Background: an optimization exercise with open tools, aiming at small area. Do not read the settings as production practice.
In this exercise RTL edits were held to simulation tests only and were not proved equivalent to the original.
Power and IR drop assume default switching activity.

==> run a <==
==> flow/design.v <==
module servo_law (
    input  wire        clk,
    input  wire        rst,           
    input  wire [31:0] setpoint,      
    input  wire [5:0]  in_shift,
    input  wire [31:0] kp,
    input  wire [31:0] ki,
    input  wire [31:0] kd,
    input  wire [31:0] kf,
    input  wire [31:0] ff_in,
    input  wire [31:0] offset,
    input  wire [31:0] out_min,
    input  wire [31:0] out_max,
    input  wire [31:0] slew,
    input  wire [23:0] cmp_base,      
    input  wire [23:0] cmp_gain,      
    output wire        ready,
    input  wire        init,          
    input  wire [31:0] init_u,
    input  wire [31:0] init_i,
    input  wire        step,          
    input  wire        no_target,
    input  wire [31:0] meas,          
    output wire        done,
    output wire [23:0] cmp,
    output wire [31:0] u_out,
    output wire [3:0]  flags          
);
    localparam [4:0] P_IDLE = 5'd0,  P_SP   = 5'd1,  P_SH   = 5'd2,  P_ESAT = 5'd3,
                     P_DMUL = 5'd4,  P_DSAT = 5'd5,  P_PMUL = 5'd6,  P_PACC = 5'd7,
                     P_IMUL = 5'd8,  P_IADD = 5'd9,  P_ICL  = 5'd10, P_FMUL = 5'd11,
                     P_FS1  = 5'd12, P_FS2  = 5'd13, P_FS3  = 5'd14, P_VSAT = 5'd15,
                     P_VCL  = 5'd16, P_USUB = 5'd17, P_SCL  = 5'd18, P_UADD = 5'd19,
                     P_CMUL = 5'd20, P_CADD = 5'd21, P_DONE = 5'd22;
    reg  [4:0]  ph;
    reg  [5:0]  cnt;
    reg  [40:0] acc;
    reg  [32:0] m;
    reg  [31:0] u_st, i_st, ep;
    reg         first, nt, f_sat, f_lim, f_slw, fl;
    wire ovf     = ~((&acc[40:31]) | ~(|acc[40:31]));
    wire slew_on = ~slew[31] & (|slew[30:0]);
    wire s_idle = (ph == P_IDLE), s_sp   = (ph == P_SP),   s_sh   = (ph == P_SH);
    wire s_esat = (ph == P_ESAT), s_dmul = (ph == P_DMUL), s_dsat = (ph == P_DSAT);
    wire s_pmul = (ph == P_PMUL), s_pacc = (ph == P_PACC), s_imul = (ph == P_IMUL);
    wire s_iadd = (ph == P_IADD), s_icl  = (ph == P_ICL),  s_fmul = (ph == P_FMUL);
    wire s_fs1  = (ph == P_FS1),  s_fs2  = (ph == P_FS2),  s_fs3  = (ph == P_FS3);
    wire s_vsat = (ph == P_VSAT), s_vcl  = (ph == P_VCL),  s_usub = (ph == P_USUB);
    wire s_scl  = (ph == P_SCL),  s_uadd = (ph == P_UADD), s_cmul = (ph == P_CMUL);
    wire s_cadd = (ph == P_CADD), s_done = (ph == P_DONE);
    wire is_mul  = s_dmul | s_pmul | s_imul | s_fmul | s_cmul;
    wire is_mm   = s_icl | s_vcl;               
    wire is_cl   = is_mm | s_scl;
    wire is_sat  = s_esat | s_dsat | s_vsat | s_pacc | s_fs1;
    wire c0      = (cnt[1:0] == 2'd0);
    wire c1      = (cnt[1:0] == 2'd1);
    wire c2s     = (cnt[1:0] == 2'd2);
    wire c3      = (cnt[1:0] == 2'd3);
    wire cnt0    = (cnt == 6'd0);
    wire last32  = (cnt[4:0] == 5'd31);
    wire sh_last = (cnt + 6'd1 == in_shift) | (cnt == 6'd40);
    wire go_t    = s_idle & step & ~no_target;
    wire go_h    = s_idle & step & no_target;
    wire do_init = s_idle & ~step & init;
    wire dig = (s_dmul & ~first & (m[0] ^ ep[0]))
             | ((s_pmul | s_imul) & ep[0])
             | (s_fmul & ff_in[cnt[4:0]])
             | (s_cmul & m[0]);
    wire neg = last32 ^ (s_dmul & ep[0]);
    wire dneg = dig & neg;
    wire x_mul  = ((is_mul & ~cnt0) | s_sh) & ~rst;
    wire x_bias = is_mul & cnt0 & ~rst;
    wire x_sat  = is_sat & ovf & ~rst;
    wire x_sh   = ((is_sat & ~ovf) | s_sp | s_iadd | s_fs2 | s_fs3 | s_usub | s_uadd | s_cadd | s_done
                  | (is_cl & ~(cnt[0] & fl))) & ~rst;
    wire c2     = is_cl & c3 & ~fl;
    wire z_meas = go_t;
    wire z_sp   = s_sp;
    wire z_kd   = s_dmul & dig;
    wire z_kp   = s_pmul & dig;
    wire z_ki   = s_imul & dig;
    wire z_kf   = s_fmul & dig;
    wire z_gain = s_cmul & dig;
    wire z_m    = s_pacc | s_fs1;
    wire z_i    = s_iadd | s_fs2;
    wire z_u    = go_h | s_usub | s_uadd;
    wire z_min  = is_mm & ~cnt[1];
    wire z_max  = is_mm & cnt[1];
    wire z_slew = s_scl;
    wire z_off  = s_fs3;
    wire z_base = s_cadd;
    wire z_init = do_init;
    wire inv = dneg | go_t | s_usub | (is_mm & ~cnt[0]) | (s_scl & (c1 | c2s));
    wire cin = dneg | go_t | s_usub | (s_sh & sh_last) | (is_mm & c0) | (s_scl & c1) | c2;
    wire [41:0] zraw =
          ({42{z_meas}} & {meas[31], meas, 9'd0})
        | ({42{z_sp}}   & {setpoint[31], setpoint, 9'd0})
        | ({42{z_kd}}   & {{2{kd[31]}}, kd, 8'd0})
        | ({42{z_kp}}   & {{2{kp[31]}}, kp, 8'd0})
        | ({42{z_ki}}   & {{2{ki[31]}}, ki, 8'd0})
        | ({42{z_kf}}   & {{2{kf[31]}}, kf, 8'd0})
        | ({42{z_gain}} & {10'd0, cmp_gain, 8'd0})
        | ({42{z_m}}    & {{8{m[32]}}, m, 1'b0})
        | ({42{z_i}}    & {{9{i_st[31]}}, i_st, 1'b0})
        | ({42{z_u}}    & {{9{u_st[31]}}, u_st, 1'b0})
        | ({42{z_min}}  & {{9{out_min[31]}}, out_min, 1'b0})
        | ({42{z_max}}  & {{9{out_max[31]}}, out_max, 1'b0})
        | ({42{z_slew}} & {{9{slew[31]}}, slew, 1'b0})
        | ({42{z_off}}  & {{9{offset[31]}}, offset, 1'b0})
        | ({42{z_base}} & {17'd0, cmp_base, 1'b0})
        | ({42{z_init}} & {{9{init_i[31]}}, init_i, 1'b0});
    genvar k;
    wire [41:0] xv;
    assign xv[0] = (x_mul & acc[0]) | c2;
    generate for (k = 1; k < 42; k = k + 1) begin : g_x
        wire a_m = acc[k < 41 ? k : 40];
        wire s_v = (k < 32) ? ~acc[40] : acc[40];
        if (k == 31)
            assign xv[k] = (x_mul & a_m) | (x_sh & acc[k-1]) | (x_sat & s_v) | x_bias;
        else
            assign xv[k] = (x_mul & a_m) | (x_sh & acc[k-1]) | (x_sat & s_v);
    end endgenerate
    wire [41:0] zv = zraw ^ {42{inv}};
    wire [41:0] y;
    wire [42:0] cy;
    assign cy[0] = cin;
    generate for (k = 0; k < 42; k = k + 1) begin : g_add
        wire hx = xv[k] ^ zv[k];
        assign y[k]      = hx ^ cy[k];
        assign cy[k + 1] = (xv[k] & zv[k]) | (hx & cy[k]);
    end endgenerate
    wire adv = (s_sh & sh_last) | (is_mul & last32) | (is_cl & c3)
             | ~(s_sh | is_mul | is_cl);
    always @(posedge clk) begin
        acc <= y[41:1];
        cnt <= (s_idle | adv) ? 6'd0 : cnt + 6'd1;
        if (rst)                       ph <= P_IDLE;
        else if (s_idle)               ph <= go_t ? P_SP : go_h ? P_CMUL : P_IDLE;
        else if (s_done)               ph <= P_IDLE;
        else if (s_sp)                 ph <= (in_shift == 6'd0) ? P_ESAT : P_SH;
        else if (adv)                  ph <= ph + 5'd1;
        if (go_h | s_esat | s_dsat | s_pacc | s_uadd) m <= y[33:1];
        else if (s_dmul | s_cmul)                      m <= {m[32], m[32:1]};
        if (s_dmul)                    ep <= {m[0], ep[31:1]};
        else if (s_pmul | s_imul)      ep <= {ep[0], ep[31:1]};
        if (do_init)                   u_st <= init_u;
        else if (rst | s_uadd)         u_st <= y[32:1];
        if (rst | do_init | (s_icl & c3)) i_st <= y[32:1];
        if (rst | do_init)             first <= 1'b1;
        else if (s_done)               first <= nt;
        if (go_t | go_h) begin
            nt    <= no_target;
            f_sat <= 1'b0;
            f_lim <= 1'b0;
            f_slw <= 1'b0;
        end else begin
            if ((is_sat | s_uadd) & ovf)   f_sat <= 1'b1;
            if (s_vcl & cnt[0] & fl)       f_lim <= 1'b1;
            if (s_scl & cnt[0] & fl)       f_slw <= 1'b1;
        end
        if (is_cl & ~cnt[0])           fl <= (cnt[1] ^ y[41]) & (~s_scl | slew_on);
    end
    assign ready = s_idle;
    assign done  = s_done;
    wire   c_ov  = acc[40] | (|acc[39:24]);
    assign cmp   = acc[40] ? 24'h000000 : (|acc[39:24]) ? 24'hffffff : acc[23:0];
    assign u_out = u_st;
    assign flags = {nt, f_slw, f_lim, f_sat | c_ov};
endmodule
==> flow/flow/run.sh <==
#!/bin/bash
# Standard ORFS layout, with the port buffers made of the smallest buffer
# cell instead of the one buffer_ports picks by default.
set -euo pipefail
export BUFFER_PORTS_ARGS="-buffer_cell sky130_fd_sc_hd__buf_1"
bash standard.sh > standard.log 2>&1
==> flow/standard.sh <==
#!/bin/bash
# synth_recipe.tcl (not shown) runs the flow's synth.tcl, then flattens the netlist and writes it again
# the make line also repeats each setting of config.mk as NAME=value (left out here)
make -C /OpenROAD-flow-scripts/flow DESIGN_CONFIG=/design/flow/config.mk WORK_HOME=/design/flow/orfs CLKGATE_MAP_FILE= SYNTH_SCRIPT=/design/flow/synth_recipe.tcl "${@:-finish}"
==> flow/config.mk <==
export PLATFORM = sky130hd
export DESIGN_NAME = servo_law
export DESIGN_NICKNAME = servo_law
export VERILOG_FILES = /design/flow/design.v
export SDC_FILE = /design/flow/constraint.sdc
export NUM_CORES = 4
export LEC_CHECK = 0
export CAP_MARGIN = 20
export CORE_AREA = 2.5 2.5 247.5 122.5
export DIE_AREA = 0 0 250 125
export PLACE_DENSITY = 0.7
export SLEW_MARGIN = 20
==> flow/constraint.sdc <==
create_clock -name core_clock -period 30.0 [get_ports {clk}]
set_input_delay 6.0000 -clock core_clock [delete_from_list [all_inputs] [get_ports {clk}]]
set_output_delay 6.0000 -clock core_clock [all_outputs]
set_load 0.01 [all_outputs]
==> inputs of run b, as changes to run a <==
--- a/flow/design.v
+++ b/flow/design.v
@@ -64,6 +64,7 @@
     wire do_init = s_idle & ~step & init;
-    wire dig = (s_dmul & ~first & (m[0] ^ ep[0]))
+    wire m_bit = m[cnt[4:0]];
+    wire dig = (s_dmul & ~first & (m_bit ^ ep[0]))
              | ((s_pmul | s_imul) & ep[0])
              | (s_fmul & ff_in[cnt[4:0]])
-             | (s_cmul & m[0]);
+             | (s_cmul & m_bit);
     wire neg = last32 ^ (s_dmul & ep[0]);
@@ -142,4 +143,3 @@
         if (go_h | s_esat | s_dsat | s_pacc | s_uadd) m <= y[33:1];
-        else if (s_dmul | s_cmul)                      m <= {m[32], m[32:1]};
-        if (s_dmul)                    ep <= {m[0], ep[31:1]};
+        if (s_dmul)                    ep <= {m_bit, ep[31:1]};
         else if (s_pmul | s_imul)      ep <= {ep[0], ep[31:1]};
==> flow/flow/run.sh (replaced) <==
#!/bin/bash
# Standard ORFS layout (standard.sh), with two changes to what the layout
# is made of:
#  - the port buffers use the smallest buffer cell instead of the one
#    buffer_ports picks by default;
#  - clock tree synthesis uses one buffer type and no dummy loads.
set -euo pipefail
export BUFFER_PORTS_ARGS="-buffer_cell sky130_fd_sc_hd__buf_1"
export CTS_ARGS="-sink_clustering_enable -repair_clock_nets -dont_use_dummy_load -buf_list sky130_fd_sc_hd__clkbuf_8"
bash standard.sh > standard.log 2>&1
==> inputs of run c, as changes to run a <==
--- a/flow/design.v
+++ b/flow/design.v
@@ -33,3 +33,4 @@
                      P_VCL  = 5'd16, P_USUB = 5'd17, P_SCL  = 5'd18, P_UADD = 5'd19,
-                     P_CMUL = 5'd20, P_CADD = 5'd21, P_DONE = 5'd22;
+                     P_UST  = 5'd20, P_CMUL = 5'd21, P_CADD = 5'd22, P_DONE = 5'd23,
+                     P_INI2 = 5'd24;
     reg  [4:0]  ph;
@@ -49,3 +50,4 @@
     wire s_scl  = (ph == P_SCL),  s_uadd = (ph == P_UADD), s_cmul = (ph == P_CMUL);
-    wire s_cadd = (ph == P_CADD), s_done = (ph == P_DONE);
+    wire s_cadd = (ph == P_CADD), s_done = (ph == P_DONE), s_ust  = (ph == P_UST);
+    wire s_ini2 = (ph == P_INI2);
     wire is_mul  = s_dmul | s_pmul | s_imul | s_fmul | s_cmul;
@@ -64,6 +66,7 @@
     wire do_init = s_idle & ~step & init;
-    wire dig = (s_dmul & ~first & (m[0] ^ ep[0]))
+    wire m_bit = m[cnt[4:0]];
+    wire dig = (s_dmul & ~first & (m_bit ^ ep[0]))
              | ((s_pmul | s_imul) & ep[0])
              | (s_fmul & ff_in[cnt[4:0]])
-             | (s_cmul & m[0]);
+             | (s_cmul & m_bit);
     wire neg = last32 ^ (s_dmul & ep[0]);
@@ -73,3 +76,4 @@
     wire x_sat  = is_sat & ovf & ~rst;
-    wire x_sh   = ((is_sat & ~ovf) | s_sp | s_iadd | s_fs2 | s_fs3 | s_usub | s_uadd | s_cadd | s_done
+    wire x_init = do_init & ~rst;
+    wire x_sh   = ((is_sat & ~ovf) | s_sp | s_iadd | s_fs2 | s_fs3 | s_usub | s_uadd | s_ust | s_cadd | s_done | s_ini2
                   | (is_cl & ~(cnt[0] & fl))) & ~rst;
@@ -85,3 +89,3 @@
     wire z_i    = s_iadd | s_fs2;
-    wire z_u    = go_h | s_usub | s_uadd;
+    wire z_u    = go_h | s_usub | s_uadd | (s_ini2 & ~rst);
     wire z_min  = is_mm & ~cnt[1];
@@ -92,4 +96,4 @@
     wire z_init = do_init;
-    wire inv = dneg | go_t | s_usub | (is_mm & ~cnt[0]) | (s_scl & (c1 | c2s));
-    wire cin = dneg | go_t | s_usub | (s_sh & sh_last) | (is_mm & c0) | (s_scl & c1) | c2;
+    wire inv = dneg | go_t | s_usub | s_ini2 | (is_mm & ~cnt[0]) | (s_scl & (c1 | c2s));
+    wire cin = dneg | go_t | s_usub | s_ini2 | (s_sh & sh_last) | (is_mm & c0) | (s_scl & c1) | c2;
     wire [41:0] zraw =
@@ -117,6 +121,7 @@
         wire s_v = (k < 32) ? ~acc[40] : acc[40];
+        wire i_v = init_u[k < 33 ? k - 1 : 31];
         if (k == 31)
-            assign xv[k] = (x_mul & a_m) | (x_sh & acc[k-1]) | (x_sat & s_v) | x_bias;
+            assign xv[k] = (x_mul & a_m) | (x_sh & acc[k-1]) | (x_sat & s_v) | (x_init & i_v) | x_bias;
         else
-            assign xv[k] = (x_mul & a_m) | (x_sh & acc[k-1]) | (x_sat & s_v);
+            assign xv[k] = (x_mul & a_m) | (x_sh & acc[k-1]) | (x_sat & s_v) | (x_init & i_v);
     end endgenerate
@@ -137,4 +142,4 @@
         if (rst)                       ph <= P_IDLE;
-        else if (s_idle)               ph <= go_t ? P_SP : go_h ? P_CMUL : P_IDLE;
-        else if (s_done)               ph <= P_IDLE;
+        else if (s_idle)               ph <= go_t ? P_SP : go_h ? P_CMUL : do_init ? P_INI2 : P_IDLE;
+        else if (s_done | s_ini2)      ph <= P_IDLE;
         else if (s_sp)                 ph <= (in_shift == 6'd0) ? P_ESAT : P_SH;
@@ -142,8 +147,6 @@
         if (go_h | s_esat | s_dsat | s_pacc | s_uadd) m <= y[33:1];
-        else if (s_dmul | s_cmul)                      m <= {m[32], m[32:1]};
-        if (s_dmul)                    ep <= {m[0], ep[31:1]};
+        if (s_dmul)                    ep <= {m_bit, ep[31:1]};
         else if (s_pmul | s_imul)      ep <= {ep[0], ep[31:1]};
-        if (do_init)                   u_st <= init_u;
-        else if (rst | s_uadd)         u_st <= y[32:1];
-        if (rst | do_init | (s_icl & c3)) i_st <= y[32:1];
+        if (rst | do_init | s_ust)     u_st <= xv[32:1];
+        if (rst | s_ini2 | (s_icl & c3)) i_st <= y[32:1];
         if (rst | do_init)             first <= 1'b1;
==> flow/flow/run.sh (replaced) <==
#!/bin/bash
# Standard ORFS layout (standard.sh), with these changes to how the layout
# is made:
#  - synthesis maps the logic with an area-oriented ABC script
#    (flow/abc.script in place of ORFS's abc_speed.script); the rest of
#    the synthesis, and so every register, is the standard one;
#  - the port buffers use the smallest buffer cell instead of the one
#    buffer_ports picks by default;
#  - clock tree synthesis uses clkbuf_8 only and no dummy loads.
set -euo pipefail
W=$PWD
rm -rf "$W/orfs_scripts"
cp -r "$FLOW_HOME/scripts" "$W/orfs_scripts"
cp "$W/flow/abc.script" "$W/orfs_scripts/abc_speed.script"
export SCRIPTS_DIR="$W/orfs_scripts"
export BUFFER_PORTS_ARGS="-buffer_cell sky130_fd_sc_hd__buf_1"
export CTS_ARGS="-sink_clustering_enable -repair_clock_nets -dont_use_dummy_load -buf_list sky130_fd_sc_hd__clkbuf_8"
bash standard.sh > standard.log 2>&1
==> flow/flow/abc.script (new file) <==
&get -n
&st
&dch
&nf -R 1000 -p -C 32 -E 10
&put
topo
==> comparison table <==
Status: run b no timing/DRC/antenna violations; run c no timing/DRC/antenna violations; run a no timing/DRC/antenna violations
Share of Yosys cell area claimed by the top area cell type: run b 32.99%; run c 36.33%; run a 32.21%
Final Hold Slack: run b 0.4068 ns; run c 0.4214 ns; run a 0.4207 ns
All-Layer GR Usage: run b 35.55%; run c 34.09%; run a 33.38%
Met3 capacity usage during global routing: run b 13.08%; run c 11.58%; run a 9.640%
Worst Hold Launch: run b ep[19]$_DFFE_PP_; run c ep[24]$_DFFE_PP_; run a ep[25]$_DFFE_PP_
Total via count after detailed routing: run b 12,895; run c 12,325; run a 12,446
Met1 wire length: run b 22.97 mm; run c 21.42 mm; run a 22.87 mm
Internal power summed over all cells: run b 854.6 µW; run c 925.7 µW; run a 925.7 µW
Layout cell share with drive strength beyond 1: run b 4.718%; run c 6.702%; run a 10.90%
Worst Clk Skew: run b 0.03864 ns; run c 0.02885 ns; run a 0.01510 ns
XOR/XNOR share of the synthesized area: run b 4.428%; run c 4.449%; run a 4.180%
Sequential fraction of design power: run b 37.3%; run c 35.3%; run a 34.4%
Cells after DPL: run b 2,006; run c 1,896; run a 1,937
Most numerous cell in the Yosys netlist: run b nand2_1; run c edfxtp_1; run a edfxtp_1
Endpoint required time on the critical path: run b 30.20 ns; run c 30.22 ns; run a 30.32 ns

-- separate check: timing with driven ports --
In the flow no input, the clock included, has a driving cell. The finished layouts below were timed again as built, in two steps. Step 1, drivers: a clkbuf_16 drives clk and a buf_2 each remaining input, both assumed. Step 2 adds t to the input delays and takes it off the output delays; t is the mean of the earliest and latest rising clock arrival at the registers after step 1. Input paths then give back, and output paths get back, about the clock's delay inside the block. a / b / c = ideal ports / drivers / drivers and shift; a / b = the first two.
run	t, ns	setup WS [ns]	worst setup path after step 2	worst slew at a driven data input, ns
run a	0.508	2.634 / 2.669 / 2.161	input to register	0.15
run b	0.512	2.303 / 2.330 / 1.818	input to register	0.12
run c	0.526	2.259 / 2.281 / 1.755	input to register	0.12
After both steps setup and hold are still met in every run listed. The setup slack of run c, which loses most, moves by +0.022 ns with the drivers and by -0.504 ns with both steps.
